This design comes from an exercise in tuning for small area, a short achievable clock period and few clock cycles per item on the open sky130 flow, not from production work. Function was checked by simulation only, so behaviour that the tests miss may differ from the original.

===== flow/run.sh =====
#!/bin/bash
# Layout flow: the standard flow (standard.sh: ORFS synthesis,
# floorplan, placement, CTS, routing and finish) with two changes:
#  1. Synthesis is the standard flow's own (synth_recipe.tcl), except that ABC maps the
#     logic with flow/abc.script, an area-oriented mapping (&nf with the
#     delay constraint relaxed), instead of ORFS's abc_speed.script, which
#     maps for the least delay (see flow/synth.tcl).
#  2. Global placement gives every input and output port a buffer of the
#     platform's smallest buffer cell, sky130_fd_sc_hd__buf_1, instead of the
#     resizer's default choice. Later repair may resize it.
# make's output goes to standard.log; each ORFS step keeps its own log under
# orfs/logs/.
set -euo pipefail
cd "$(dirname "$0")/.."
W=$PWD
export MY_ABC_SCRIPT=$W/flow/abc.script
export FLOW_SYNTH_TCL=$W/synth_recipe.tcl
export BUFFER_PORTS_ARGS="-buffer_cell sky130_fd_sc_hd__buf_1"
sed -E "s#'?SYNTH_SCRIPT=[^ ']*'?#SYNTH_SCRIPT=$W/flow/synth.tcl#" standard.sh > own_standard.sh
grep -q "SYNTH_SCRIPT=$W/flow/synth.tcl" own_standard.sh
bash own_standard.sh finish > standard.log 2>&1

===== flow/abc.script =====
&get -n
&st
&dch
&nf -R 1000 -p
&put
buffer -c
topo
stime -c
upsize -c
dnsize -c

===== flow/synth.tcl =====
# The standard flow's own synthesis (synth_recipe.tcl in the work folder, which sources
# ORFS's synth.tcl), with one change: ABC maps the logic with the script
# named by MY_ABC_SCRIPT (flow/abc.script) in place of ORFS's
# abc_speed.script. Flip-flops are mapped before ABC runs, so the registers
# are those of the standard synthesis.
proc abc {args} {
  set i [lsearch -exact $args -script]
  if {$i >= 0} {
    lset args [expr {$i + 1}] $::env(MY_ABC_SCRIPT)
  }
  yosys abc {*}$args
}
source $::env(FLOW_SYNTH_TCL)

===== standard.sh =====
#!/bin/bash
# synth_recipe.tcl (not shown) runs the flow's synth.tcl, then flattens the netlist and writes it again
# the make line also repeats each setting of config.mk as NAME=value (left out here)
make -C /OpenROAD-flow-scripts/flow DESIGN_CONFIG=/design/flow/config.mk WORK_HOME=/design/flow/orfs CLKGATE_MAP_FILE= SYNTH_SCRIPT=/design/flow/synth_recipe.tcl "${@:-finish}"

===== config.mk =====
export PLATFORM = sky130hd
export DESIGN_NAME = aes256_enc
export DESIGN_NICKNAME = aes256_enc
export VERILOG_FILES = /design/flow/design.v
export SDC_FILE = /design/flow/constraint.sdc
export NUM_CORES = 4
export LEC_CHECK = 0
export CAP_MARGIN = 20
export CORE_MARGIN = 2
export CORE_UTILIZATION = 35
export CTS_CLUSTER_DIAMETER = 60
export CTS_CLUSTER_SIZE = 20
export SETUP_SLACK_MARGIN = 2.6
export SLEW_MARGIN = 20
export TNS_END_PERCENT = 0

===== constraint.sdc =====
create_clock -name core_clock -period 6.0 [get_ports {clk}]
set_input_delay 1.2000 -clock core_clock [delete_from_list [all_inputs] [get_ports {clk}]]
set_output_delay 1.2000 -clock core_clock [all_outputs]
set_load 0.01 [all_outputs]

===== design.v =====
module aes_sbox (
    input  wire [7:0] a,
    output wire [7:0] y
);
    wire [17:0] p;
    aes_sbox_a u_a (.a(a), .p(p));
    aes_sbox_b u_b (.p(p), .y(y));
endmodule
module aes_sbox_a (
    input  wire [7:0]  a,
    output wire [17:0] p
);
    wire U0, U1, U2, U3, U4, U5, U6, U7;
    assign {U0, U1, U2, U3, U4, U5, U6, U7} = a;
    wire T1, T2, T3, T4, T5, T6, T7, T8, T9, T10, T11, T12, T13, T14, T15, T16, T17, T18, T19, T20, T21, T22, T23, T24, T25, T26, T27, M1, M2, M3, M4, M5, M6, M7, M8, M9, M10, M11, M12, M13, M14, M15, M16, M17, M18, M19, M20, M21, M22, M23, M24, M25, M26, M27, M28, M29, M30, M31, M32, M33, M34, M35, M36, M37, M38, M39, M40, M41, M42, M43, M44, M45, M46, M47, M48, M49, M50, M51, M52, M53, M54, M55, M56, M57, M58, M59, M60, M61, M62, M63;
    assign T1 = U0 ^ U3;
    assign T2 = U0 ^ U5;
    assign T3 = U0 ^ U6;
    assign T4 = U3 ^ U5;
    assign T5 = U4 ^ U6;
    assign T6 = T1 ^ T5;
    assign T7 = U1 ^ U2;
    assign T8 = U7 ^ T6;
    assign T9 = U7 ^ T7;
    assign T10 = T6 ^ T7;
    assign T11 = U1 ^ U5;
    assign T12 = U2 ^ U5;
    assign T13 = T3 ^ T4;
    assign T14 = T6 ^ T11;
    assign T15 = T5 ^ T11;
    assign T16 = T5 ^ T12;
    assign T17 = T9 ^ T16;
    assign T18 = U3 ^ U7;
    assign T19 = T7 ^ T18;
    assign T20 = T1 ^ T19;
    assign T21 = U6 ^ U7;
    assign T22 = T7 ^ T21;
    assign T23 = T2 ^ T22;
    assign T24 = T2 ^ T10;
    assign T25 = T20 ^ T17;
    assign T26 = T3 ^ T16;
    assign T27 = T1 ^ T12;
    assign M1 = T13 & T6;
    assign M2 = T23 & T8;
    assign M3 = T14 ^ M1;
    assign M4 = T19 & U7;
    assign M5 = M4 ^ M1;
    assign M6 = T3 & T16;
    assign M7 = T22 & T9;
    assign M8 = T26 ^ M6;
    assign M9 = T20 & T17;
    assign M10 = M9 ^ M6;
    assign M11 = T1 & T15;
    assign M12 = T4 & T27;
    assign M13 = M12 ^ M11;
    assign M14 = T2 & T10;
    assign M15 = M14 ^ M11;
    assign M16 = M3 ^ M2;
    assign M17 = M5 ^ T24;
    assign M18 = M8 ^ M7;
    assign M19 = M10 ^ M15;
    assign M20 = M16 ^ M13;
    assign M21 = M17 ^ M15;
    assign M22 = M18 ^ M13;
    assign M23 = M19 ^ T25;
    assign M24 = M22 ^ M23;
    assign M25 = M22 & M20;
    assign M26 = M21 ^ M25;
    assign M27 = M20 ^ M21;
    assign M28 = M23 ^ M25;
    assign M29 = M28 & M27;
    assign M30 = M26 & M24;
    assign M31 = M20 & M23;
    assign M32 = M27 & M31;
    assign M33 = M27 ^ M25;
    assign M34 = M21 & M22;
    assign M35 = M24 & M34;
    assign M36 = M24 ^ M25;
    assign M37 = M21 ^ M29;
    assign M38 = M32 ^ M33;
    assign M39 = M23 ^ M30;
    assign M40 = M35 ^ M36;
    assign M41 = M38 ^ M40;
    assign M42 = M37 ^ M39;
    assign M43 = M37 ^ M38;
    assign M44 = M39 ^ M40;
    assign M45 = M42 ^ M41;
    assign M46 = M44 & T6;
    assign M47 = M40 & T8;
    assign M48 = M39 & U7;
    assign M49 = M43 & T16;
    assign M50 = M38 & T9;
    assign M51 = M37 & T17;
    assign M52 = M42 & T15;
    assign M53 = M45 & T27;
    assign M54 = M41 & T10;
    assign M55 = M44 & T13;
    assign M56 = M40 & T23;
    assign M57 = M39 & T19;
    assign M58 = M43 & T3;
    assign M59 = M38 & T22;
    assign M60 = M37 & T20;
    assign M61 = M42 & T1;
    assign M62 = M45 & T4;
    assign M63 = M41 & T2;
    assign p = {M63, M62, M61, M60, M59, M58, M57, M56, M55, M54, M53, M52, M51, M50, M49, M48, M47, M46};
endmodule
module aes_sbox_b (
    input  wire [17:0] p,
    output wire [7:0]  y
);
    wire M46, M47, M48, M49, M50, M51, M52, M53, M54, M55, M56, M57, M58, M59, M60, M61, M62, M63;
    assign {M63, M62, M61, M60, M59, M58, M57, M56, M55, M54, M53, M52, M51, M50, M49, M48, M47, M46} = p;
    wire L0, L1, L2, L3, L4, L5, L6, L7, L8, L9, L10, L11, L12, L13, L14, L15, L16, L17, L18, L19, L20, L21, L22, L23, L24, L25, L26, L27, L28, L29, S0, S1, S2, S3, S4, S5, S6, S7;
    assign L0 = M61 ^ M62;
    assign L1 = M50 ^ M56;
    assign L2 = M46 ^ M48;
    assign L3 = M47 ^ M55;
    assign L4 = M54 ^ M58;
    assign L5 = M49 ^ M61;
    assign L6 = M62 ^ L5;
    assign L7 = M46 ^ L3;
    assign L8 = M51 ^ M59;
    assign L9 = M52 ^ M53;
    assign L10 = M53 ^ L4;
    assign L11 = M60 ^ L2;
    assign L12 = M48 ^ M51;
    assign L13 = M50 ^ L0;
    assign L14 = M52 ^ M61;
    assign L15 = M55 ^ L1;
    assign L16 = M56 ^ L0;
    assign L17 = M57 ^ L1;
    assign L18 = M58 ^ L8;
    assign L19 = M63 ^ L4;
    assign L20 = L0 ^ L1;
    assign L21 = L1 ^ L7;
    assign L22 = L3 ^ L12;
    assign L23 = L18 ^ L2;
    assign L24 = L15 ^ L9;
    assign L25 = L6 ^ L10;
    assign L26 = L7 ^ L9;
    assign L27 = L8 ^ L10;
    assign L28 = L11 ^ L14;
    assign L29 = L11 ^ L17;
    assign S0 = L6 ^ L24;
    assign S1 = ~(L16 ^ L26);
    assign S2 = ~(L19 ^ L28);
    assign S3 = L6 ^ L21;
    assign S4 = L20 ^ L22;
    assign S5 = L25 ^ L29;
    assign S6 = ~(L13 ^ L27);
    assign S7 = ~(L6 ^ L23);
    assign y = {S0, S1, S2, S3, S4, S5, S6, S7};
endmodule
module aes256_enc (
    input  wire         clk,
    input  wire         rst,         
    input  wire         in_valid,
    output wire         in_ready,
    input  wire [255:0] key,
    input  wire [127:0] block_in,
    output wire         out_valid,
    input  wire         out_ready,
    output wire [127:0] block_out
);
    localparam W1 = 18;              
    localparam [1:0] EMPTY = 2'd0, ACTIVE = 2'd1, DONE = 2'd2;
    reg  [127:0]     s0;     
    reg  [255:0]     k0;     
    reg  [1:0]       st0;
    reg  [3:0]       rnd0;   
    reg  [1:0]       tk0;    
    reg  [16*W1-1:0] c1;     
    reg  [255:0]     k1;
    reg  [4*W1-1:0]  kc1;
    reg  [1:0]       st1;
    reg  [3:0]       rnd1;
    reg  [1:0]       tk1;
    reg              last1;      
    reg              act1;       
    reg              fin1;       
    reg              done1;      
    reg              to_obuf;    
    reg              fresh0;     
    reg              free1;      
    reg  [127:0]     obuf;   
    reg              ovalid;
    reg  [1:0]       in_tk;  
    reg  [1:0]       o_tk;   
    assign in_ready  = free1;
    assign out_valid = ovalid;
    assign block_out = obuf;
    wire start = in_valid && free1;
    wire [16*W1-1:0] da;
    genvar i;
    generate
        for (i = 0; i < 16; i = i + 1) begin : g_sa
            aes_sbox_a u_sa (
                .a(s0[127 - 8*i -: 8]),
                .p(da[16*W1-1 - W1*i -: W1])
            );
        end
    endgenerate
    wire [31:0]     w_last = k0[31:0];
    wire [4*W1-1:0] ka;
    generate
        for (i = 0; i < 4; i = i + 1) begin : g_ka
            aes_sbox_a u_ka (
                .a(w_last[31 - 8*i -: 8]),
                .p(ka[4*W1-1 - W1*i -: W1])
            );
        end
    endgenerate
    wire [127:0] sub;        
    wire [127:0] sr;         
    generate
        for (i = 0; i < 16; i = i + 1) begin : g_sb
            aes_sbox_b u_sb (
                .p(c1[16*W1-1 - W1*i -: W1]),
                .y(sub[127 - 8*i -: 8])
            );
            assign sr[127 - 8*i -: 8] =
                sub[127 - 8*((i % 4) + 4*(((i / 4) + (i % 4)) % 4)) -: 8];
        end
    endgenerate
    function [7:0] xtime;
        input [7:0] b;
        xtime = {b[6:0], 1'b0} ^ (b[7] ? 8'h1b : 8'h00);
    endfunction
    wire [127:0] round_key = k1[127:0];
    wire [127:0] round_out;
    generate
        for (i = 0; i < 4; i = i + 1) begin : g_mix
            wire [7:0] a0 = sr[127 - 32*i      -: 8];
            wire [7:0] a1 = sr[127 - 32*i -  8 -: 8];
            wire [7:0] a2 = sr[127 - 32*i - 16 -: 8];
            wire [7:0] a3 = sr[127 - 32*i - 24 -: 8];
            wire [7:0] r0 = round_key[127 - 32*i      -: 8];
            wire [7:0] r1 = round_key[127 - 32*i -  8 -: 8];
            wire [7:0] r2 = round_key[127 - 32*i - 16 -: 8];
            wire [7:0] r3 = round_key[127 - 32*i - 24 -: 8];
            wire [7:0] p01 = a0 ^ a1;
            wire [7:0] p12 = a1 ^ a2;
            wire [7:0] p23 = a2 ^ a3;
            wire [7:0] p30 = a3 ^ a0;
            wire [7:0] m0 = xtime(p01) ^ (a1 ^ r0) ^ p23;
            wire [7:0] m1 = xtime(p12) ^ (a2 ^ r1) ^ p30;
            wire [7:0] m2 = xtime(p23) ^ (a3 ^ r2) ^ p01;
            wire [7:0] m3 = xtime(p30) ^ (a0 ^ r3) ^ p12;
            assign round_out[127 - 32*i      -: 8] = last1 ? a0 ^ r0 : m0;
            assign round_out[127 - 32*i -  8 -: 8] = last1 ? a1 ^ r1 : m1;
            assign round_out[127 - 32*i - 16 -: 8] = last1 ? a2 ^ r2 : m2;
            assign round_out[127 - 32*i - 24 -: 8] = last1 ? a3 ^ r3 : m3;
        end
    endgenerate
    wire [31:0] ks_sub;
    generate
        for (i = 0; i < 4; i = i + 1) begin : g_kb
            aes_sbox_b u_kb (
                .p(kc1[4*W1-1 - W1*i -: W1]),
                .y(ks_sub[31 - 8*i -: 8])
            );
        end
    endgenerate
    reg [7:0] rcon;
    always @* begin
        case (rnd1[3:1])
            3'd0:    rcon = 8'h01;
            3'd1:    rcon = 8'h02;
            3'd2:    rcon = 8'h04;
            3'd3:    rcon = 8'h08;
            3'd4:    rcon = 8'h10;
            3'd5:    rcon = 8'h20;
            default: rcon = 8'h40;
        endcase
    end
    wire [31:0] ks_t = rnd1[0] ? {ks_sub[23:16] ^ rcon, ks_sub[15:0], ks_sub[31:24]}
                               : ks_sub;
    wire [31:0] q0  = k1[255:224];
    wire [31:0] q1  = q0 ^ k1[223:192];
    wire [31:0] q2  = q1 ^ k1[191:160];
    wire [31:0] q3  = q2 ^ k1[159:128];
    wire [31:0] nw0 = q0 ^ ks_t;
    wire [31:0] nw1 = q1 ^ ks_t;
    wire [31:0] nw2 = q2 ^ ks_t;
    wire [31:0] nw3 = q3 ^ ks_t;
    wire       ovalid_n  = to_obuf || (ovalid && !out_ready);
    wire [1:0] o_tk_n    = to_obuf ? o_tk + 2'd1 : o_tk;
    wire       last_n    = (rnd0 == 4'd14);
    wire       fin_n     = (st0 == ACTIVE) && last_n;
    wire       to_obuf_n = ((st0 == DONE) || fin_n) && !ovalid_n && (tk0 == o_tk_n);
    always @(posedge clk) begin
        if (rst) begin
            st0     <= EMPTY;
            st1     <= EMPTY;
            act1    <= 1'b0;
            fin1    <= 1'b0;
            done1   <= 1'b0;
            to_obuf <= 1'b0;
            free1   <= 1'b1;
            ovalid  <= 1'b0;
            in_tk   <= 2'd0;
            o_tk    <= 2'd0;
        end else begin
            st1     <= st0;
            act1    <= (st0 == ACTIVE) && !last_n;
            fin1    <= fin_n;
            done1   <= (st0 == DONE);
            to_obuf <= to_obuf_n;
            fresh0  <= fin1 && !to_obuf;
            free1   <= (st0 == EMPTY) || to_obuf_n;
            ovalid  <= ovalid_n;
            o_tk    <= o_tk_n;
            if (free1)
                st0 <= in_valid ? ACTIVE : EMPTY;
            else if (act1)
                st0 <= ACTIVE;
            else
                st0 <= DONE;
            if (start)
                in_tk <= in_tk + 2'd1;
        end
    end
    always @(posedge clk) begin
        last1 <= last_n;
        rnd1  <= rnd0;
        tk1   <= tk0;
        if (free1) begin
            rnd0 <= 4'd1;
            tk0  <= in_tk;
        end else begin
            rnd0 <= rnd1 + 4'd1;
            tk0  <= tk1;
        end
    end
    always @(posedge clk) begin
        c1  <= da;
        k1  <= {k0[255:128], fresh0 ? s0 : k0[127:0]};
        kc1 <= ka;
        if (free1)
            s0 <= block_in ^ key[255:128];
        else
            s0 <= round_out;
        if (free1)
            k0 <= key;
        else if (act1)
            k0 <= {k1[127:0], nw0, nw1, nw2, nw3};
        else
            k0 <= {k1[127:0], k1[127:0]};
        if (to_obuf)
            obuf <= done1 ? k1[127:0] : round_out;
    end
endmodule

==> results of run 1 <==
-- per-layer routing --
layer | up-vias | GRT usage [%] | share of wire [%]
li1 | 20653 | - | -
met4 | 8 | 14.4 | 7.0
met5 | - | 0 | 0.023
met2 | 1213 | 39.9 | 48
met1 | 20800 | 27.7 | 40
met3 | 357 | 3.16 | 4.6
-- stage by stage --
stage               hold WS (ns)  instance area (um2)
floorplan                  0.310                62700
global placement           0.310                67000
detailed placement         0.312                67100
CTS                        0.320                70800
global route               0.319                71300
finish                     0.318                71400
-- worst paths after layout --
path              startpoint       to  slack (ns)  depth (start not counted)
setup / recovery      kc1[2]   k0[13]        2.34                         10
hold / removal       k0[175]  k1[175]        0.32                          0
setup reg to reg      kc1[2]   k0[13]        2.34                         10
hold reg to reg      k0[175]  k1[175]        0.32                          0
-- area by class of cell --
cell class | count | area [um2]
fillers | 17452 | 107000
multi-input cells | 4678 | 37600
flip-flops and latches | 1154 | 24400
well taps | 2355 | 2950
clock buffers | 115 | 2610
repair buffers | 560 | 2370
clock inverters | 71 | 996
inverters | 86 | 323
diodes | 10 | 25.0
-- what timing repair did --
item                                    in CTS  in global routing
gates cloned                                 0                  0
endpoints found under the setup margin     179                427
pin swaps                                    1                  1
buffers inserted                             1                  2
gates resized for setup                     20                 86
endpoints found under the hold margin        0                  0
-- registers in the layout, indices dropped and copies added, names as in the netlist --
signal   flops
act1         1
c1         288
done1        1
fin1         1
free1        1
fresh0       1
in_tk        2
k0         256
k1         256
kc1         72
last1        1
o_tk         2
obuf       128
ovalid       1
rnd0         4
rnd1         4
s0         128
st0          2
tk0          2
tk1          2
to_obuf      1
-- cells in the final DEF, fill, tap and decap left out, types with 12 or more instances in the layout --
cell       instances
dfxtp_1          988
inv_1             82
clkinv_8          14
mux2_2           261
buf_4             34
nand2_1          443
a21oi_1          170
nor2b_1          177
a222oi_1          40
nor2_2            15
dfxtp_2           33
clkbuf_16        102
o21ai_0          371
a22oi_1           88
o22ai_1           20
xor2_2           114
o21ai_1           28
and2b_1           12
xnor2_4           25
ha_1              41
nor2_1           409
buf_1            517
edfxtp_1         129
xnor2_1         1499
clkbuf_1          12
xnor2_2          195
mux2i_2           17
xor2_1           689
-- cell families after synthesis --
family	share of synthesized area (%)
mux	5.20
flops	38.9
compound gates	6.69
buf+inv	2.07
xor+xnor	38.7
simple gates	7.56
fa+ha+maj	0.819
==> notes.md, run 1 <==
outcome complete, no violations; die area between 150000 and 200000 um2; Max stage delay on crit path between 0.7 and 0.8 ns; Worst setup SP type flip-flop; Worst Max-Slew Pin Slew ~1.2 ns; Worst setup EP type flip-flop; max-capacitance violation count 0; Post-synth EDFFs 129; Tcrit/Tclk final approximately three fifths; Max Fanout on Critical Path 2; Core ar. approximately 180000 um2; Antenna Nets Post-Route 0; DRC viols 0; type of the worst setup path reg -> reg; port bufs a little over 500; Synth Area per Inst between 10 and 15 um2; clock skew approximately 0.033 ns; gp weighted congestion 0.962; worst path arrival time between 4 and 5 ns; RSZ-0062 raised after global routing yes; fraction of layout cells with a size suffix above 1 13.6%; final worst path period need approximately 3.7 ns; drt first pass iters 8; grt ovf 0; syn_nets ~6.6k; initial core utilization 35.2%; type of the tightest min-delay check reg -> reg; CTS tree done; row count ~160; Slew Limit Fails 0; clock buffer count from CTS 99; die width ~430 um; Final Core Density 40.0%; flops & latches, synth 1154; Post-synth ARST share 0%; global-route wire length before repair approximately 300000 um; Crit path top cell by count xnor2_1; io pins 518; slowest stage cell on the critical path xnor2_1; Synth top area share 32.7%; maximum root-to-sink buffer count 3; hold_buf cts 0; CTS clock-pin slew for the worst setup and hold paths approximately 0.080 ns; 1st-iter DRT viols between 3k and 4k; Setup-failing EPs final 0; clk sinks between 1k and 1.5k; largest net degree at the start of global routing about 140; vias in the first global route 43.0k; Max Fclk between 200 and 300 MHz; top cell family by delay on the critical path XOR/XNOR gates; Final Hold Fails 0; Yosys cell types 52; Post-Layout Cell Count between 9k and 10k; DR vias between 40k and 50k; dpl ws around 1.6 ns; top_reg_cell synth dfxtp_1; Worst-Skew Late Latency between 0.7 and 0.8 ns; Slew headroom 22.8%; most common cell in the synthesized netlist xnor2_1; synth-to-layout area growth 13.9%; WP buf/inv 0; synth warn 1; CTS H-tree depth 3; WL/cell roughly 24 um; GRT Overall Usage between 20% and 30%; sequential fraction of the synthesis area 38.9%; Cell Area, Synth around 63000 um2; initial antenna violation count 21; final wirelength ~220000 um; Post-DP HPWL roughly 180000 um; largest cells by area after synthesis dfxtp_1, xnor2_1, xor2_1, edfxtp_1, mux2_2; Chip Height 427 um; final worst setup slack 2.34 ns; routed vias/inst ~4.8; Synth area leader dfxtp_1; Post-synth top cells xnor2_1, dfxtp_1, xor2_1, nand2_1, nor2_1; Root Buffer clkbuf_16; critical path cell sequence xor2_1 > xnor2_1 > xnor2_1 > xnor2_1 > a21oi_1 > xnor2_1 > xnor2_1 > xnor2_1 > xnor2_1 > o21ai_0; Placed Cells 8830; Syn Inst Count ~6k; Worst EP required ~6.6 ns; layout net count between 7k and 8k; setup_tns 0 ns
Testbench counts, summed over its fixed seeds: cycles 28,712, items 2,048.
==> run 2, diff against run 1 <==
--- a/config.mk
+++ b/config.mk
@@ -10,6 +10,7 @@
 export CORE_UTILIZATION = 35
 export CTS_CLUSTER_DIAMETER = 60
 export CTS_CLUSTER_SIZE = 20
+export PLACE_DENSITY = 0.75
 export SETUP_SLACK_MARGIN = 2.6
 export SLEW_MARGIN = 20
 export TNS_END_PERCENT = 0
==> run 2 against run 1 <==
First-iteration DRC count rose by 6.4%. Critical endpoint is now obuf[73]. Sequential share of layout area decreased by 0.17 points. Synthesized cell count unchanged. Clock-buffer cell count is the same. Via count grew 2.2%. Cell count is 0.11% lower. Register-to-register slack better by 0.09 ns. Non-clock buffer count rose by 11. Fmax rose by 2.5%. Final area increased by 0.58%. Worst setup slack better by 0.088 ns.
==> notes.md, run 2 <==
outcome complete, no violations; most common cell in the synthesized netlist xnor2_1; GRT Overall Usage 23.7% (+0.34 points); synth-to-layout area growth 14.5%; crit path from c1[221]; routed vias/inst 4.87 (+2.3%); Antenna Nets Post-Route 0 (unchanged); post-synthesis xor/xnor area fraction 38.7% (unchanged); Yosys cell types 52 (unchanged); io pins 518 (unchanged); clock skew 0.0372 ns (+0.00382 ns); maximum root-to-sink buffer count 3 (unchanged); final wirelength 224000 um (+2.7%); most common cell after layout, fill and taps aside xnor2_1; Post-DP HPWL 181000 um (+1.9%); FF-to-FF path depth 11 (+1); row count 155 (unchanged); RSZ-0062 raised after global routing yes; 1st-iter DRT viols 3577 (+6.4%); Post-synth top cells xnor2_1, dfxtp_1, xor2_1, nand2_1, nor2_1; CTS tree done; Max Fanout on Critical Path 4 (+2); CTS clock-pin slew for the worst setup and hold paths 0.09 ns (about the same); RR Startpoint c1[221]; vias in the first global route 43.9k (+2.2%); final worst setup slack 2.43 ns (+0.0877 ns); grt ovf 0 (unchanged); largest cells by area after synthesis dfxtp_1, xnor2_1, xor2_1, edfxtp_1, mux2_2; Tcrit/Tclk final 59.6% (-1.5 points); Final Hold Fails 0 (unchanged); Slew headroom 23.7% (+0.91 points); port bufs 517 (unchanged); final worst path period need 3.57 ns (-0.0877 ns); Post-synth ARST share 0% (unchanged); compound-gate portion of the synthesized area 6.69% (unchanged); gp weighted congestion 0.982 (+2.0%); synth warn 1 (unchanged); Chip Height 427 um (unchanged); fraction of layout cells with a size suffix above 1 14.7% (+1.2 points); largest family of logic cells by synthesized area XOR/XNOR gates; RR Endpoint obuf[73]; type of the tightest min-delay check reg -> reg; flop2flop setup slack 2.43 ns (+0.09 ns); Worst-Skew Late Latency 0.75 ns (about the same); DRC viols 0 (unchanged); die width 427 um (unchanged); biggest regs c1: 288 flops, k0: 256 flops, k1: 256 flops; max reg flops 288 (unchanged); Syn Inst Count 6145 (unchanged); layout net count 7010 (+0.029%); Worst Setup EP obuf[73]; DR vias 44.0k (+2.2%); Cell Area, Synth 62700 um2 (unchanged); dpl ws 1.65 ns (+0.0350 ns); Synth Area per Inst 10.2 um2 (unchanged); Worst setup SP type flip-flop; Worst Max-Slew Pin Slew 1.14 ns (-0.0135 ns); Slew Limit Fails 0 (unchanged); drt first pass iters 7 (-1); Reg with most FFs c1; CTS H-tree depth 3 (unchanged); Worst setup EP type flip-flop; Worst EP required 6.50 ns (-0.14 ns); max-capacitance violation count 0 (unchanged); Synth area leader dfxtp_1; setup_tns 0 ns (unchanged); type of the worst setup path reg -> reg; worst hold slack 0.316 ns (-0.00243 ns); fillers 17.1k (-1.8%); simple-gate area share of the yosys netlist 7.56% (unchanged); die area 182000 um2 (unchanged); WL/cell 24.8 um (+2.8%); initial core utilization 35.2% (unchanged); clock buffer count from CTS 90 (-9.1%); top_reg_cell synth dfxtp_1; syn_nets 6574 (unchanged); Root Buffer clkbuf_16; initial antenna violation count 21 (unchanged); Core ar. 178000 um2 (unchanged); Post-synth EDFFs 129 (unchanged); largest net degree at the start of global routing 140 (-1.4%); post-synthesis mux area share 5.20% (unchanged); global-route wire length before repair 310000 um (+1.3%); flops & latches, synth 1154 (unchanged); Synth top area share 32.7% (unchanged); Post-Synth Adder-Cell Area 0.819% (unchanged); Setup-failing EPs final 0 (unchanged); clk sinks 1154 (unchanged); Max Fclk 280 MHz (+2.5%); sequential fraction of the synthesis area 38.9% (unchanged); commonest cells after routing, fill and taps aside xnor2_1, dfxtp_1, xor2_1; worst path arrival time 4.07 ns (-0.23 ns)
[run 2: cell count changes in the layout (fill, tap and decap cells not counted), moves of 7 or more]
cell      delta
o21ai_0      -7
dfxtp_2     +18
dfxtp_1     -18
xor2_4       +8
clkinv_8     -7
xnor2_4     +15
xnor2_2     +27
xor2_2       +7
buf_4       +14
xor2_1      -15
xnor2_1     -42
[run 2: stage by stage]
step           std cells  cell area [um2]  utilization, %
2_1_floorplan       6145            62700               -
3_3_place_gp        8834            67000            37.6
3_5_place_dp        8834            67000            37.6
4_1_cts             9002            70500            39.6
5_1_grt             9013            71800            40.3
6_report            9019            71800            40.3
[run 2: repair_timing]
item,4_1_cts,5_1_grt
pin swaps,1,10
gates cloned,0,0
endpoints found under the setup margin,165,404
buffers inserted,1,9
hold buffers,0,0
gates resized for setup,32,191
[run 2: layout make-up]
cell class / count / area, um2 / area share (%)
Antenna cell: 8 / 20.0 / 0.0279
Clock buffer: 115 / 2540 / 3.54
Clock inverter: 52 / 676 / 0.941
Inverter: 86 / 323 / 0.450
Multi-Input combinational cell: 4678 / 38400 / 53.5
Sequential cell: 1154 / 24500 / 34.1
Tap cell: 2355 / 2950 / 4.11
Timing Repair Buffer: 571 / 2420 / 3.37
[run 2: worst max-delay path: stages (launching register included)]
cell and delay, ns:
dfxtp_1 0.34, xnor2_1 0.30, xor2_1 0.23, xnor2_1 0.12, xnor2_1 0.86, xnor2_1 0.36, xnor2_1 0.27, xnor2_1 0.16
xnor2_1 0.08, nor2_1 0.10, a21oi_1 0.07, o21ai_0 0.42
[run 2: worst min path at each step]
stage               startpoint       to  slack (ns)  cells past startpoint
floorplan              k0[128]  k1[128]        0.31                      0
global placement       k0[190]  k1[190]        0.31                      0
detailed placement     k0[229]  k1[229]        0.31                      0
CTS                    k0[197]  k1[197]        0.31                      0
global route           k0[147]  k1[147]        0.32                      0
finish                 k0[212]  k1[212]        0.32                      0
[run 2: cell families (layout without fill, tap and decap cells)]
logic type	after synthesis	after routing
multiplexers	286	286
AND/OR/NAND/NOR	1091	1091
buffers and inverters	313	824
adder cells (fa/ha/maj)	41	41
XOR/XNOR	2523	2523
flip-flops	1154	1154
AO/OA/AOI/OAI	737	737
other	0	8
[run 2: layer usage]
metal  vias up  share of wire (%)  global-route usage [%]  routed length, um
met5         -              0.063                       0                142
met4        24                 11                    22.2              24400
met2      1529                 47                    39.3             105000
met1     21194                 37                    26.0              81800
li1      20626                  -                       -                  -
met3       587                5.3                    3.58              12000
==> run 3, diff against run 2 <==
--- a/design.v
+++ b/design.v
@@ -171,7 +171,7 @@
     reg  [3:0]       rnd0;   
     reg  [1:0]       tk0;    
     reg  [16*W1-1:0] c1;     
-    reg  [255:0]     k1;
+    reg  [255:0]     k1;     
     reg  [4*W1-1:0]  kc1;
     reg  [1:0]       st1;
     reg  [3:0]       rnd1;
@@ -277,9 +277,9 @@
     wire [31:0] ks_t = rnd1[0] ? {ks_sub[23:16] ^ rcon, ks_sub[15:0], ks_sub[31:24]}
                                : ks_sub;
     wire [31:0] q0  = k1[255:224];
-    wire [31:0] q1  = q0 ^ k1[223:192];
-    wire [31:0] q2  = q1 ^ k1[191:160];
-    wire [31:0] q3  = q2 ^ k1[159:128];
+    wire [31:0] q1  = k1[223:192];
+    wire [31:0] q2  = k1[191:160];
+    wire [31:0] q3  = k1[159:128];
     wire [31:0] nw0 = q0 ^ ks_t;
     wire [31:0] nw1 = q1 ^ ks_t;
     wire [31:0] nw2 = q2 ^ ks_t;
@@ -335,7 +335,11 @@
     end
     always @(posedge clk) begin
         c1  <= da;
-        k1  <= {k0[255:128], fresh0 ? s0 : k0[127:0]};
+        k1  <= {k0[255:224],
+                k0[255:224] ^ k0[223:192],
+                k0[255:224] ^ k0[223:192] ^ k0[191:160],
+                k0[255:224] ^ k0[223:192] ^ k0[191:160] ^ k0[159:128],
+                fresh0 ? s0 : k0[127:0]};
         kc1 <= ka;
         if (free1)
             s0 <= block_in ^ key[255:128];
--- a/config.mk
+++ b/config.mk
@@ -8,9 +8,6 @@
 export CAP_MARGIN = 20
 export CORE_MARGIN = 2
 export CORE_UTILIZATION = 35
-export CTS_CLUSTER_DIAMETER = 60
-export CTS_CLUSTER_SIZE = 20
-export PLACE_DENSITY = 0.75
 export SETUP_SLACK_MARGIN = 2.6
 export SLEW_MARGIN = 20
-export TNS_END_PERCENT = 0
+export TNS_END_PERCENT = 5
==> run 3 against run 2 <==
Clock-buffer cell count rose by 67. Still clean. Largest cell class unchanged. Utilization rose by 1.0 points. Sequential cell count unchanged.
==> notes.md, run 3 <==
clock buffer count from CTS 131 (+46%); Cell Area, Synth 62600 um2 (-0.16%); syn_nets 6663 (+1.4%); drt first pass iters 5 (-2); Worst Hold End rnd1[2]; final wirelength 233000 um (+4.1%); Synth top area share 32.8% (+0.052 points); CTS clock-pin slew for the worst setup and hold paths 0.06 ns (-0.03 ns); dpl ws 2.25 ns (+0.597 ns); RSZ-0062 raised after global routing yes; Worst setup EP type flip-flop; hold_sp rnd0[2]; WL/cell 25.3 um (+2.0%); initial antenna violation count 9 (-57%); clock skew 0.0341 ns (-0.00307 ns); global-route wire length before repair 321000 um (+3.6%); top_reg_cell synth dfxtp_1; Worst Max-Slew Pin Slew 1.19 ns (+0.0499 ns); type of the worst setup path reg -> reg; post-synthesis mux area share 5.13% (-0.064 points); flops & latches, synth 1154 (unchanged); flop2flop setup slack 2.45 ns (+0.03 ns); Placed Cells 8922 (+1.0%); DR vias 44.6k (+1.4%); largest family of logic cells by synthesized area XOR/XNOR gates; post-synthesis xor/xnor area fraction 39.0% (+0.23 points); GRT Overall Usage 24.9% (+1.2 points); worst hold slack 0.350 ns (+0.0338 ns); Post-synth top cells xnor2_1, dfxtp_1, xor2_1, nand2_1, o21ai_0; Post-Synth Adder-Cell Area 0.820% (+0.0013 points); Root Buffer clkbuf_16; Chip Height 427 um (about the same); Core ar. 178000 um2 (-0.11%); met2 GRT Util 41.4% (+2.1 points); Worst-Skew Late Latency 0.80 ns (+0.05 ns); die area 182000 um2 (-0.16%); Synth Area per Inst 10.0 um2 (-1.6%); gp weighted congestion 0.987 (+0.52%); most common cell after layout, fill and taps aside xnor2_1; port bufs 517 (unchanged); Slew headroom 19.2% (-4.5 points); DRC viols 0 (unchanged); row count 155 (unchanged); Worst Hold Path Cells 0 (unchanged); FF-to-FF path depth 10 (-1); vias in the first global route 44.0k (+0.16%); Worst setup SP type flip-flop; layout net count 7167 (+2.2%); most common cell in the synthesized netlist xnor2_1; Post-synth ARST share 0% (unchanged); io pins 518 (unchanged); Max Fanout on Critical Path 5 (+1); Syn Inst Count 6234 (+1.4%); max reg flops 288 (unchanged); Final Hold Fails 0 (unchanged); setup_tns 0 ns (unchanged); largest net degree at the start of global routing 161 (+15%); simple-gate area share of the yosys netlist 7.49% (-0.068 points); fraction of layout cells with a size suffix above 1 14.1% (-0.67 points); sequential fraction of the synthesis area 39.0% (+0.061 points); biggest regs c1: 288 flops, k0: 256 flops, k1: 256 flops; RR Endpoint obuf[72]; max-capacitance violation count 0 (unchanged); grt met3 use 2.96% (-0.62 points); routed vias/inst 4.85 (-0.59%); final worst path period need 3.55 ns (-0.0277 ns); Yosys cell types 45 (-13%); Slew Limit Fails 0 (unchanged); Setup-failing EPs final 0 (unchanged); clk sinks 1154 (unchanged); placed cell area 67100 um2 (+0.10%); CTS tree done; die width 427 um (about the same); CTS H-tree depth 4 (+1); synth-to-layout area growth 17.4%; initial core utilization 35.1% (about the same); Post-synth EDFFs 129 (unchanged); 1st-iter DRT viols 3865 (+8.1%); fillers 17.4k (+1.4%); Final Core Density 41.3% (+1.0 points); maximum root-to-sink buffer count 3 (unchanged); worst path arrival time 4.00 ns (-0.07 ns); final worst setup slack 2.45 ns (+0.0277 ns); compound-gate portion of the synthesized area 6.91% (+0.22 points); Post-DP HPWL 187000 um (+3.3%); largest cells by area after synthesis dfxtp_1, xnor2_1, xor2_1, edfxtp_1, mux2_2; synth warn 1 (unchanged); busiest grt layer met2; Antenna Nets Post-Route 0 (unchanged); commonest cells after routing, fill and taps aside xnor2_1, dfxtp_1, xor2_1; Max Fclk 282 MHz (+0.78%); type of the tightest min-delay check reg -> reg; outcome complete, no violations; Worst EP required 6.45 ns (-0.05 ns); GR Util met1 29.3% (+3.3 points); Reg with most FFs c1; Post-Layout Cell Count 9203 (+2.0%); grt ovf 0 (unchanged); Tcrit/Tclk final 59.1% (-0.46 points); RR Startpoint c1[33]; post-route cell area 73500 um2 (+2.4%); Synth area leader dfxtp_1
run 3: cell types whose count changed after synthesis, sizes merged, moves of 3 or more:
| cell | delta |
|---|---|
| a211oi | -3 |
| o21ai | +50 |
| and2 | +4 |
| a21oi | -3 |
| xnor2 | +11 |
| nor2b | +13 |
| xor2 | +83 |
| buf | +8 |
| a222oi | -40 |
| inv | -47 |
| a22oi | +40 |
| nor2 | -7 |
| clkbuf | -10 |
| and2b | -14 |
run 3: area by class of cell:
type	instances	area [um2]	area share, %
multi-input cells	4816	38500	52.4
flip-flops and latches	1154	24500	33.3
clock buffers	182	3910	5.31
well taps	2355	2950	4.01
repair buffers	596	2650	3.60
clock inverters	56	793	1.08
inverters	39	146	0.199
diodes	5	12.5	0.0170
run 3: metal layers:
| layer | share of wire (%) | vias up |
|---|---|---|
| met5 | 0.0034 | - |
| met4 | 8.8 | 2 |
| met3 | 4.4 | 504 |
| met2 | 48 | 1410 |
| met1 | 39 | 21576 |
| li1 | - | 21099 |
run 3: logic make-up after synthesis:
| family | count (synthesis) |
|---|---|
| xor gates and xnor gates | 2617 |
| DFF | 1154 |
| and+or+nand+nor | 1090 |
| AOI/OAI and AO/OA | 784 |
| muxes | 284 |
| buffers and inverters | 264 |
| adders and majority gates | 41 |
run 3: how the worst max path moves through the flow:
stage / start / endpoint / slack, ns / cells after the start
5_1_grt: s0[81] / c1[196] / 2.32 / 12
6_report: c1[33] / obuf[72] / 2.45 / 10
3_3_place_gp: s0[109] / c1[250] / 2.28 / 13
4_1_cts: c1[249] / obuf[36] / 2.41 / 10
3_5_place_dp: c1[267] / obuf[2] / 2.25 / 9
2_1_floorplan: s0[102] / c1[232] / 2.88 / 12
run 3: worst max-delay path, stage by stage, from the launching register on:
cell	delay (ns)
dfxtp_1	0.35
xor2_1	0.55
xnor2_2	0.22
xor2_1	0.38
xnor2_2	0.22
xnor2_2	0.44
xnor2_1	0.19
xnor2_1	0.15
nor2_1	0.06
a21oi_1	0.37
o21ai_0	0.28
run 3: what timing repair did:
item / 4_1_cts / 5_1_grt
setup buffers: 0 / 38
pin swaps: 0 / 28
setup endpoints to repair: 120 / 344
gates resized for setup: 26 / 189
hold buffers: 0 / 0
Testbench counts of run 3, summed over its fixed seeds: cycles 28,712, items 2,048.
==> run 4, diff against run 3 <==
--- a/config.mk
+++ b/config.mk
@@ -8,6 +8,8 @@
 export CAP_MARGIN = 20
 export CORE_MARGIN = 2
 export CORE_UTILIZATION = 35
+export CTS_CLUSTER_DIAMETER = 60
+export CTS_CLUSTER_SIZE = 20
 export SETUP_SLACK_MARGIN = 2.6
 export SLEW_MARGIN = 20
-export TNS_END_PERCENT = 5
+export TNS_END_PERCENT = 0
==> run 4 against run 3 <==
Utilization down 0.68 points. Worst setup slack improved by 0.084 ns. Fmax rose by 2.4%. Routed wire length fell by 0.38%. Via count fell by 0.61%. Clock-buffer cell count fell by 68. Critical endpoint is now obuf[49]. Sequential cell count did not move.
==> notes.md, run 4 <==
biggest regs c1: 288 flops, k0: 256 flops, k1: 256 flops; Yosys cell types 45 (unchanged); DRC viols 0 (unchanged); fraction of layout cells with a size suffix above 1 13.4% (-0.65 points); outcome complete, no violations; most common cell in the synthesized netlist xnor2_1; CTS tree done; Post-synth ARST share 0% (unchanged); routed vias/inst 4.85 (+0.17%); Antenna Nets Post-Route 0 (unchanged); die width 427 um (unchanged); clk sinks 1154 (unchanged); most common cell after layout, fill and taps aside xnor2_1; synth-to-layout area growth 15.5%; flop2flop setup slack 2.54 ns (+0.08 ns); Synth area leader dfxtp_1; WL/cell 25.4 um (+0.39%); Max Fanout on Critical Path 4 (-1); Root Buffer clkbuf_16; die area 182000 um2 (unchanged); GRT Overall Usage 24.7% (-0.16 points); Syn Inst Count 6234 (unchanged); Worst-Skew Late Latency 0.78 ns (-0.02 ns); final worst path period need 3.46 ns (-0.0841 ns); grt ovf 0 (unchanged); Final Core Density 40.6% (-0.68 points); RR Startpoint c1[51]; Synth top area share 32.8% (unchanged); post-route cell area 72300 um2 (-1.6%); max-capacitance violation count 0 (unchanged); initial core utilization 35.1% (unchanged); 1st-iter DRT viols 3622 (-6.3%); clock buffer count from CTS 102 (-22%); Post-synth top cells xnor2_1, dfxtp_1, xor2_1, nand2_1, o21ai_0; clock skew 0.0552 ns (+0.0211 ns); gp weighted congestion 0.987 (unchanged); final wirelength 232000 um (-0.38%); syn_nets 6663 (unchanged); crit path from c1[51]; storage element area 24500 um2 (-0.10%); initial antenna violation count 7 (-2); Post-Layout Cell Count 9132 (-0.77%); largest cells by area after synthesis dfxtp_1, xnor2_1, xor2_1, edfxtp_1, mux2_2; global-route wire length before repair 320000 um (-0.38%); Worst EP required 6.47 ns (+0.02 ns); type of the tightest min-delay check reg -> reg; flops & latches, synth 1154 (unchanged); Worst setup EP type flip-flop; area of the multi-input gates 38500 um2 (about the same); Cell Area, Synth 62600 um2 (unchanged); Core ar. 178000 um2 (unchanged); Worst setup SP type flip-flop; type of the worst setup path reg -> reg; Setup-failing EPs final 0 (unchanged); drt first pass iters 5 (unchanged); io pins 518 (unchanged); setup_tns 0 ns (unchanged); largest net degree at the start of global routing 161 (unchanged); Slew Limit Fails 0 (unchanged); Reg with most FFs c1; RSZ-0062 raised after global routing yes; layout net count 7115 (-0.73%); sequential fraction of the synthesis area 39.0% (unchanged); Placed Cells 8922 (unchanged); Final Hold Fails 0 (unchanged); CTS clock-pin slew for the worst setup and hold paths 0.08 ns (+0.02 ns); Slew headroom 17.5% (-1.7 points); row count 155 (unchanged); worst path arrival time 3.93 ns (-0.07 ns); commonest cells after routing, fill and taps aside xnor2_1, dfxtp_1, xor2_1; fillers 17.4k (+0.44%); max reg flops 288 (unchanged); DR vias 44.3k (-0.61%); port bufs 517 (unchanged); vias in the first global route 43.7k (-0.61%); Post-DP HPWL 187000 um (unchanged); synth warn 1 (unchanged); Chip Height 427 um (unchanged); Post-synth EDFFs 129 (unchanged); Max Fclk 289 MHz (+2.4%); Worst Max-Slew Pin Slew 1.21 ns (+0.0256 ns); Tcrit/Tclk final 57.7% (-1.4 points); CTS H-tree depth 3 (-1); top_reg_cell synth dfxtp_1; maximum root-to-sink buffer count 3 (unchanged); placed cell area 67100 um2 (unchanged); Synth Area per Inst 10.0 um2 (unchanged); hold_sp rnd0[2]
## run 4: cell counts after synthesis
No cell type changed its count.
## run 4: path summary, 6_finish.rpt
check / end / cells after the start
max: obuf[49] / 9
min: rnd1[2] / 0
max reg2reg: obuf[49] / 9
min reg2reg: rnd1[2] / 0
## run 4: per-layer routing
layer	wire length [um]	up-vias	GRT usage (%)
met5	8	-	0
met4	20400	2	19.1
met3	9840	473	2.52
met2	111000	1413	41.2
met1	90800	21465	29.2
li1	-	20967	-
## run 4: worst max-delay path: stages (launching register included)
cell and delay, ns:
dfxtp_1 0.37, xor2_1 0.43, xnor2_1 0.31, xnor2_1 0.80
xnor2_1 0.38, xor2_1 0.30, a21oi_1 0.10, o21a_1 0.13
a21oi_1 0.21, o21ai_0 0.12
## run 4: logic make-up (layout without fill, tap and decap cells)
group | after synthesis | in the layout | share of synthesized area [%]
AND/OR/NAND/NOR | 1090 | 1090 | 7.49
buffers and inverters | 264 | 802 | 1.69
flip-flops | 1154 | 1154 | 39.0
multiplexers | 284 | 284 | 5.13
XOR/XNOR | 2617 | 2617 | 39.0
adder cells (fa/ha/maj) | 41 | 41 | 0.820
AO/OA/AOI/OAI | 784 | 784 | 6.91
other | 0 | 5 | 0
## run 4: through the flow
| step | setup slack (ns) | hold slack [ns] |
|---|---|---|
| after global placement | 2.28 | 0.329 |
| after CTS | 2.40 | 0.353 |
| after floorplan | 2.88 | 0.324 |
| after detailed placement | 2.25 | 0.335 |
| final | 2.54 | 0.357 |
| after global routing | 2.40 | 0.357 |
## run 4: what timing repair did
item,4_1_cts,5_1_grt
setup endpoints to repair,119,363
gates resized for setup,12,192
hold endpoints to repair,0,0
pin swaps,0,10
hold buffers,0,0
buffers inserted,0,15
## run 4: area by class of cell
class                           instances  share of cell area (%)
Inverter                               39                   0.203
Clock inverter                         76                    1.42
Tap cell                             2355                    4.08
Multi-Input combinational cell       4816                    53.3
Clock buffer                          114                    3.67
Sequential cell                      1154                    33.9
Timing Repair Buffer                  573                    3.42
Antenna cell                            5                  0.0173
==> run 5, diff against run 4 <==
--- a/config.mk
+++ b/config.mk
@@ -10,6 +10,7 @@
 export CORE_UTILIZATION = 35
 export CTS_CLUSTER_DIAMETER = 60
 export CTS_CLUSTER_SIZE = 20
-export SETUP_SLACK_MARGIN = 2.6
+export PLACE_DENSITY = 0.75
+export SETUP_SLACK_MARGIN = 2.9
 export SLEW_MARGIN = 20
 export TNS_END_PERCENT = 0
==> run 5 against run 4 <==
Critical endpoint is now obuf[119]. Sequential cell count is the same. Global-route usage shrank 0.077 points. Area after synthesis is the same. Non-clock buffer count grew 152. Clock skew shrank 0.013 ns. Final area grew 4.5%. Clock-buffer cell count shrank 5. Register-to-register slack gained 0.11 ns. Still clean on timing, DRC and antenna.
==> notes.md, run 5 <==
Post-synth ARST share 0% (unchanged); commonest cells after routing, fill and taps aside xnor2_1, dfxtp_1, xor2_1; GRT Overall Usage 24.7% (-0.077 points); Worst Hold Path Cells 0 (unchanged); fraction of layout cells with a size suffix above 1 19.0% (+5.6 points); final worst setup slack 2.65 ns (+0.114 ns); largest net degree at the start of global routing 196 (+22%); clock buffer count from CTS 96 (-5.9%); Placed Cells 8930 (+0.090%); initial core utilization 35.1% (unchanged); Reg with most FFs c1; gp weighted congestion 0.994 (+0.77%); most common cell in the synthesized netlist xnor2_1; Core ar. 178000 um2 (unchanged); Worst EP required 6.41 ns (-0.06 ns); type of the tightest min-delay check reg -> reg; flops & latches, synth 1154 (unchanged); Syn Inst Count 6234 (unchanged); 1st-iter DRT viols 4091 (+13%); layout net count 7261 (+2.1%); hold_buf cts 0 (unchanged); Post-synth top cells xnor2_1, dfxtp_1, xor2_1, nand2_1, o21ai_0; FF-to-FF path depth 9 (unchanged); Cell Area, Synth 62600 um2 (unchanged); Chip Height 427 um (unchanged); Worst-Skew Late Latency 0.76 ns (-0.02 ns); DRC viols 0 (unchanged); synth warn 1 (unchanged); Max Fanout on Critical Path 4 (unchanged); final wirelength 234000 um (+1.0%); row count 155 (unchanged); max-capacitance violation count 0 (unchanged); area of the multi-input gates 40800 um2 (+5.8%); outcome complete, no violations; Synth area leader dfxtp_1; Setup-failing EPs final 0 (unchanged); maximum root-to-sink buffer count 3 (unchanged); Top Metal Used met4; largest family of logic cells by synthesized area XOR/XNOR gates; RSZ-0062 raised after global routing yes; most common cell after layout, fill and taps aside xnor2_1; type of the worst setup path reg -> reg; Max Fclk 299 MHz (+3.4%); die area 182000 um2 (unchanged); CTS H-tree depth 3 (unchanged); Post-DP HPWL 187000 um (about the same); setup_tns 0 ns (unchanged); clock skew 0.0418 ns (-0.0134 ns); Post-Synth Adder-Cell Area 0.820% (unchanged); top_reg_cell synth dfxtp_1; syn_nets 6663 (unchanged); grt ovf 0 (unchanged); die width 427 um (unchanged); Tcrit/Tclk final 55.8% (-1.9 points); CTS clock-pin slew for the worst setup and hold paths 0.08 ns (about the same); routed vias/inst 4.94 (+1.8%); DR vias 45.8k (+3.4%); worst path arrival time 3.76 ns (-0.17 ns); met3 routed WL 11900 um (+21%); synth-to-layout area growth 20.7%; initial antenna violation count 2 (-5); vias in the first global route 44.4k (+1.7%); metal2 WL 112000 um (+0.62%); Worst setup EP type flip-flop; port bufs 517 (unchanged); post-synthesis mux area share 5.13% (unchanged); Antenna Nets Post-Route 0 (unchanged); Slew headroom 14.3% (-3.1 points); storage element area 24600 um2 (+0.52%); final worst path period need 3.35 ns (-0.114 ns); met1 WL 86200 um (-5.1%); Post-Layout Cell Count 9272 (+1.5%); WL/cell 25.3 um (-0.48%); post-synthesis xor/xnor area fraction 39.0% (unchanged); biggest regs c1: 288 flops, k0: 256 flops, k1: 256 flops; Yosys cell types 45 (unchanged); Post-synth EDFFs 129 (unchanged); Worst Max-Slew Pin Slew 1.28 ns (+0.0684 ns); Slew Limit Fails 0 (unchanged); io pins 518 (unchanged); global-route wire length before repair 320000 um (about the same); max reg flops 288 (unchanged); drt first pass iters 6 (+1); Synth top area share 32.8% (unchanged); compound-gate portion of the synthesized area 6.91% (unchanged); Worst setup SP type flip-flop; RR Startpoint c1[99]; Final Hold Fails 0 (unchanged); flop2flop setup slack 2.65 ns (+0.11 ns); fillers 17.0k (-2.7%); simple-gate area share of the yosys netlist 7.49% (unchanged); Synth Area per Inst 10.0 um2 (unchanged); Worst Hold End rnd1[3]; clk sinks 1154 (unchanged); sequential fraction of the synthesis area 39.0% (unchanged); CTS tree done; Root Buffer clkbuf_16; dpl ws 2.26 ns (+0.0136 ns); RR Endpoint obuf[119]; hold_sp rnd0[3]; Final Core Density 42.4% (+1.8 points); largest cells by area after synthesis dfxtp_1, xnor2_1, xor2_1, edfxtp_1, mux2_2
-- run 5: how the worst max path moves through the flow --
stage | from | to | cells after the start | slack (ns)
after floorplan | s0[102] | c1[232] | 12 | 2.88
after global placement | s0[14] | c1[34] | 13 | 2.19
after detailed placement | s0[14] | c1[34] | 13 | 2.26
after CTS | s0[25] | c1[70] | 13 | 2.68
after global routing | s0[81] | c1[196] | 15 | 2.61
final | c1[99] | obuf[119] | 9 | 2.65
-- run 5: routing by layer --
metal / vias to the layer above / GRT usage, %
li1: 21246 / -
met1: 22205 / 27.5
met2: 1779 / 41.1
met3: 583 / 3.26
met4: 0 / 22.1
met5: - / 0
-- run 5: kinds of logic (layout without fill, tap and decap cells) --
| family | Yosys count | in the layout |
|---|---|---|
| adder cells (fa/ha/maj) | 41 | 41 |
| AO/OA/AOI/OAI | 784 | 784 |
| AND/OR/NAND/NOR | 1090 | 1090 |
| buffers and inverters | 264 | 941 |
| XOR/XNOR | 2617 | 2617 |
| other | 0 | 6 |
| flip-flops | 1154 | 1154 |
| multiplexers | 284 | 284 |
-- run 5: critical path, cell delays in order, from the launching register on --
cell     delay (ns)
dfxtp_1        0.34
xor2_1         0.20
xnor2_1        0.52
xor2_1         0.20
xnor2_2        0.53
xnor2_1        0.23
xnor2_1        0.24
xnor2_1        0.11
o21ai_0        0.37
o21ai_0        0.26
-- run 5: cell type report --
class	count	share of cell area (%)
diodes	6	0.0199
clock buffers	109	3.43
clock inverters	68	1.05
inverters	39	0.194
multi-input cells	4816	54.0
flip-flops and latches	1154	32.6
well taps	2355	3.90
repair buffers	725	4.86
-- run 5: through the flow --
stage,instance area [um2],hold slack [ns]
2_1_floorplan,62600,0.324
3_3_place_gp,67100,0.328
3_5_place_dp,67100,0.335
4_1_cts,72000,0.350
5_1_grt,75500,0.352
6_report,75500,0.349
-- run 5: what timing repair did --
| action | 4_1_cts | 5_1_grt |
|---|---|---|
| resized for setup | 208 | 364 |
| endpoints found under the setup margin | 467 | 507 |
| buffers inserted | 16 | 142 |
| pin swaps | 13 | 100 |
==> run 6, diff against run 5 <==
--- a/config.mk
+++ b/config.mk
@@ -11,6 +11,6 @@
 export CTS_CLUSTER_DIAMETER = 60
 export CTS_CLUSTER_SIZE = 20
 export PLACE_DENSITY = 0.75
-export SETUP_SLACK_MARGIN = 2.9
+export SETUP_SLACK_MARGIN = 3.1
 export SLEW_MARGIN = 20
 export TNS_END_PERCENT = 0
==> run 6 against run 5 <==
Cell count increased by 1.1%. Worst setup slack gained 0.16 ns. Sequential share of layout area decreased by 0.86 points. Worst hold slack improved by 0.00077 ns. Still clean. Area after synthesis stayed put. Die area did not move. Utilization up 1.3 points.
==> notes.md, run 6 <==
CTS tree done; clk sinks 1154 (unchanged); Max Fclk 313 MHz (+5.0%); Post-synth top cells xnor2_1, dfxtp_1, xor2_1, nand2_1, o21ai_0; largest net degree at the start of global routing 196 (unchanged); Slew headroom 13.8% (-0.57 points); syn_nets 6663 (unchanged); Worst setup EP type flip-flop; RR Startpoint s0[9]; global-route wire length before repair 324000 um (+1.4%); die area 182000 um2 (unchanged); Antenna Nets Post-Route 0 (unchanged); top_reg_cell synth dfxtp_1; gp weighted congestion 0.994 (unchanged); Setup-failing EPs final 0 (unchanged); initial core utilization 35.1% (unchanged); Tcrit/Tclk final 53.2% (-2.6 points); CTS clock-pin slew for the worst setup and hold paths 0.08 ns (about the same); drt first pass iters 8 (+2); die width 427 um (unchanged); io pins 518 (unchanged); Final Hold Fails 0 (unchanged); Post-DP HPWL 187000 um (unchanged); Chip Height 427 um (unchanged); slowest stage cell on the critical path dfxtp_4; outcome complete, no violations; Worst-Skew Late Latency 0.75 ns (about the same); worst path arrival time 3.79 ns (+0.03 ns); Core ar. 178000 um2 (unchanged); initial antenna violation count 3 (+1); DRC viols 0 (unchanged); crit path from s0[9]; Synth top area share 32.8% (unchanged); fraction of layout cells with a size suffix above 1 22.3% (+3.4 points); FF-to-FF path depth 12 (+3); Syn Inst Count 6234 (unchanged); grt ovf 0 (unchanged); type of the tightest min-delay check reg -> reg; Crit path top cell by count xnor2_2; final wirelength 238000 um (+1.4%); Synth area leader dfxtp_1; Max stage delay on crit path 0.38 ns (-0.15 ns); flop2flop setup slack 2.81 ns (+0.16 ns); top cell family by delay on the critical path XOR/XNOR gates; maximum root-to-sink buffer count 3 (unchanged); Worst Max-Slew Pin Slew 1.29 ns (+0.00847 ns); most common cell in the synthesized netlist xnor2_1; Slew Limit Fails 0 (unchanged); max-capacitance violation count 0 (unchanged); Worst Hold Path Cells 0 (unchanged); critical path cell sequence xnor2_4 > xor2_2 > xnor2_2 > ha_1 > xnor2_2 > xnor2_2 > xnor2_2 > xnor2_1 > mux2i_2 > xnor2_2 > xnor2_1 > nor2_1; layout net count 7364 (+1.4%); RSZ-0062 raised after global routing yes; Post-synth EDFFs 129 (unchanged); GRT Overall Usage 25.0% (+0.33 points); synth-to-layout area growth 24.4%; Synth Area per Inst 10.0 um2 (unchanged); biggest regs c1: 288 flops, k0: 256 flops, k1: 256 flops; 1st-iter DRT viols 3987 (-2.5%); commonest cells after routing, fill and taps aside xnor2_1, dfxtp_1, xor2_1; max reg flops 288 (unchanged); Max Fanout on Critical Path 5 (+1); synth warn 1 (unchanged); routed vias/inst 4.96 (+0.29%); port bufs 517 (unchanged); CTS H-tree depth 3 (unchanged); Yosys cell types 45 (unchanged); clock skew 0.0439 ns (+0.00204 ns); row count 155 (unchanged); WP buf/inv 0 (unchanged); hold_sp rnd0[3]; Worst EP required 6.60 ns (+0.19 ns); vias in the first global route 45.5k (+2.4%); Final Core Density 43.7% (+1.3 points); most common cell after layout, fill and taps aside xnor2_1; hold_buf cts 0 (unchanged); largest cells by area after synthesis dfxtp_1, xnor2_1, xor2_1, edfxtp_1, mux2_2; Worst setup SP type flip-flop; WL/cell 25.4 um (+0.34%); flops & latches, synth 1154 (unchanged); Cell Area, Synth 62600 um2 (unchanged); Post-synth ARST share 0% (unchanged); WP depth 12 (+3); Reg with most FFs c1; sequential fraction of the synthesis area 39.0% (unchanged); DR vias 46.4k (+1.4%); Root Buffer clkbuf_16; type of the worst setup path reg -> reg; setup_tns 0 ns (unchanged); clock buffer count from CTS 96 (unchanged); final worst path period need 3.19 ns (-0.158 ns)
==> run 6: kinds of logic after synthesis <==
logic type,Yosys count,share of synthesized area (%)
xor gates and xnor gates,2617,39.0
DFF,1154,39.0
and+or+nand+nor,1090,7.49
AOI/OAI and AO/OA,784,6.91
muxes,284,5.13
buffers and inverters,264,1.69
adders and majority gates,41,0.820
==> run 6: worst reg2reg max path: stages, from the launching register on <==
cell     delay (ns)
dfxtp_4        0.38
xnor2_4        0.30
xor2_2         0.25
xnor2_2        0.17
ha_1           0.29
xnor2_2        0.16
xnor2_2        0.16
xnor2_2        0.34
xnor2_1        0.20
mux2i_2        0.36
xnor2_2        0.19
xnor2_1        0.17
nor2_1         0.07
==> run 6: per-stage QoR <==
step | cell area, um2 | instances | worst slack (ns) | hold WS, ns
3_3_place_gp | 67100 | 8929 | 2.19 | 0.328
2_1_floorplan | 62600 | 6234 | 2.88 | 0.324
4_1_cts | 74200 | 9212 | 2.86 | 0.350
5_1_grt | 77900 | 9369 | 2.61 | 0.352
3_5_place_dp | 67100 | 8930 | 2.26 | 0.335
6_report | 77900 | 9373 | 2.81 | 0.350
==> run 6: final cells by class <==
class                      count  area (um2)
fill                       16673      100000
inverter                      39         146
timing repair buffer         828        4530
tap                         2355        2950
multi-input combinational   4816       42200
antenna                        4        10.0
clock inverter                68         790
clock buffer                 109        2590
sequential                  1154       24700
==> run 6: repair_timing <==
action / in CTS / in global routing
buffers inserted: 105 / 157
setup endpoints to repair: 619 / 608
endpoints found under the hold margin: 0 / 0
gates resized for setup: 442 / 371
pin swaps: 88 / 170
==> run 6: final timing paths <==
kind | end
setup / recovery | c1[34]
hold / removal | rnd1[3]
setup reg to reg | c1[34]
hold reg to reg | rnd1[3]
==> run 6: metal layers <==
layer  GRT usage [%]  share of wire (%)
met1            27.6                 36
met2            40.9                 47
met3            3.59                5.4
met4            24.3                 12
met5               0                  0
==> run 7, diff against run 6 <==
--- a/config.mk
+++ b/config.mk
@@ -11,6 +11,6 @@
 export CTS_CLUSTER_DIAMETER = 60
 export CTS_CLUSTER_SIZE = 20
 export PLACE_DENSITY = 0.75
-export SETUP_SLACK_MARGIN = 3.1
+export SETUP_SLACK_MARGIN = 3.4
 export SLEW_MARGIN = 20
 export TNS_END_PERCENT = 0
==> run 7 against run 6 <==
Utilization rose by 0.18 points. Final area rose by 0.42%. Area after synthesis did not move. Die area did not move. Global-route usage rose by 0.11 points. Register-to-register slack improved by 0.05 ns. Critical endpoint is now c1[268]. Largest cell class unchanged.
==> notes.md, run 7 <==
Root Buffer clkbuf_16; final worst setup slack 2.86 ns (+0.0473 ns); Max Fclk 318 MHz (+1.5%); setup_tns 0 ns (unchanged); Placed Cells 8924 (-0.067%); Synth Area per Inst 10.0 um2 (unchanged); initial antenna violation count 11 (+8); DR vias 46.7k (+0.44%); synth warn 1 (unchanged); Synth top area share 32.8% (unchanged); max-capacitance violation count 0 (unchanged); Worst Max-Slew Pin Slew 1.19 ns (-0.0986 ns); grt ovf 0 (unchanged); Reg with most FFs c1; dpl ws 2.21 ns (-0.0476 ns); io pins 518 (unchanged); flop2flop setup slack 2.86 ns (+0.05 ns); Synth area leader dfxtp_1; Antenna Nets Post-Route 0 (unchanged); biggest regs c1: 288 flops, k0: 256 flops, k1: 256 flops; gp weighted congestion 1.02 (+2.8%); Final Hold Fails 0 (unchanged); Crit path top cell by count xnor2_2; Post-Layout Cell Count 9401 (+0.30%); Slew Limit Fails 0 (unchanged); Max Fanout on Critical Path 4 (-1); CTS clock-pin slew for the worst setup and hold paths 0.09 ns (about the same); 1st-iter DRT viols 4210 (+5.6%); Slew headroom 19.1% (+5.3 points); area of the multi-input gates 42500 um2 (+0.74%); row count 155 (unchanged); RSZ-0062 raised after global routing yes; Syn Inst Count 6234 (unchanged); flops & latches, synth 1154 (unchanged); top_reg_cell synth dfxtp_1; Post-synth EDFFs 129 (unchanged); top cell family by delay on the critical path XOR/XNOR gates; storage element area 24700 um2 (+0.13%); Post-DP HPWL 185000 um (-0.94%); Chip Height 427 um (unchanged); initial core utilization 35.1% (unchanged); Yosys cell types 45 (unchanged); type of the tightest min-delay check reg -> reg; global-route wire length before repair 328000 um (+1.0%); port bufs 517 (unchanged); largest net degree at the start of global routing 181 (-7.7%); synth-to-layout area growth 25.0%; type of the worst setup path reg -> reg; Worst EP required 6.62 ns (+0.02 ns); CTS H-tree depth 3 (unchanged); clk sinks 1154 (unchanged); Worst setup EP type flip-flop; sequential fraction of the synthesis area 39.0% (unchanged); die width 427 um (unchanged); DRC viols 0 (unchanged); commonest cells after routing, fill and taps aside xnor2_1, dfxtp_1, xor2_1; clock buffer count from CTS 92 (-4.2%); Tcrit/Tclk final 52.4% (-0.79 points); outcome complete, no violations; most common cell in the synthesized netlist xnor2_1; vias in the first global route 46.6k (+2.4%); Max stage delay on crit path 0.40 ns (+0.02 ns); syn_nets 6663 (unchanged); worst path arrival time 3.76 ns (-0.03 ns); Worst-Skew Late Latency 0.75 ns (about the same); clock skew 0.0426 ns (-0.00124 ns); CTS tree done; Setup-failing EPs final 0 (unchanged)
[run 7: changes by cell type in the layout (fill, tap and decap cells not counted), moves of 12 or more]
cell,delta
xnor2_2,+53
dfxtp_2,-14
xor2_1,-13
xnor2_4,-12
dfxtp_4,+13
buf_4,+31
xnor2_1,-41
[run 7: kinds of logic (layout without fill, tap and decap cells)]
family	after synthesis	count (layout)	share of synthesized area (%)
AOI/OAI and AO/OA	784	784	6.91
DFF	1154	1154	39.0
muxes	284	284	5.13
xor gates and xnor gates	2617	2617	39.0
buffers and inverters	264	1071	1.69
other	0	5	0
adders and majority gates	41	41	0.820
and+or+nand+nor	1090	1090	7.49
[run 7: stage by stage]
stage / area (um2)
2_1_floorplan: 63000
3_3_place_gp: 67400
3_5_place_dp: 67500
4_1_cts: 76900
5_1_grt: 78200
6_report: 78200
[run 7: area by class of cell]
| class | count | share of cell area, % |
|---|---|---|
| antenna | 5 | 0.0160 |
| clock buffer | 113 | 3.19 |
| clock inverter | 60 | 0.864 |
| inverter | 39 | 0.187 |
| multi-input combinational | 4816 | 54.3 |
| sequential | 1154 | 31.6 |
| tap | 2355 | 3.77 |
| timing repair buffer | 859 | 6.03 |
[run 7: timing repair]
item,4_1_cts,5_1_grt
pin swaps,238,89
resized for setup,690,145
setup endpoints to repair,739,730
hold endpoints to repair,0,0
setup buffers,248,51
[run 7: worst paths after layout]
kind	start	endpoint	depth (start not counted)
setup reg to reg	s0[117]	c1[268]	13
setup / recovery	s0[117]	c1[268]	13
hold / removal	rnd0[1]	rnd1[1]	0
hold reg to reg	rnd0[1]	rnd1[1]	0
[run 7: layer usage]
layer / up-vias / share of wire, % / GRT usage [%] / routed length, um
met2: 1842 / 47 / 41.3 / 111000
li1: 21494 / - / - / -
met1: 22629 / 36 / 27.9 / 85100
met5: - / 0.011 / 0 / 25
met4: 4 / 12 / 25.0 / 27600
met3: 681 / 5.1 / 2.83 / 12100

## what the ideal ports hide
Ports are ideal in the flow. The routed layouts listed here were re-timed in OpenROAD.
Step 1, drivers: a clkbuf_16 drives clk and a buf_2 each remaining input, both assumed.
Step 2 adds t to the input delays and takes it off the output delays; t is the mean of the earliest and latest rising clock arrival at the registers after step 1. Input paths then give back, and output paths get back, about the clock's delay inside the block.
a / b / c = ideal / step 1 / step 2; a / b = the first two.
| run | shift t [ns] | setup slack, ns | worst hold slack (ns) | cell pins on the clock port's net |
|---|---|---|---|---|
| run 1 | 0.831 | 2.338 / 2.338 / 2.338 | 0.318 / 0.318 / 0.318 | 1 |
| run 2 | 0.821 | 2.425 / 2.425 / 2.425 | 0.316 / 0.316 / 0.316 | 1 |
| run 3 | 0.874 | 2.453 / 2.453 / 2.453 | 0.350 / 0.350 / 0.350 | 1 |
| run 4 | 0.842 | 2.537 / 2.537 / 2.537 | 0.357 / 0.357 / 0.357 | 1 |
| run 5 | 0.824 | 2.651 / 2.651 / 2.651 | 0.349 / 0.349 / 0.349 | 1 |
| run 6 | 0.814 | 2.809 / 2.809 / 2.809 | 0.350 / 0.350 / 0.350 | 1 |
| run 7 | 0.822 | 2.856 / 2.856 / 2.856 | 0.354 / 0.354 / 0.354 | 1 |
After both steps setup and hold are still met in every run listed.
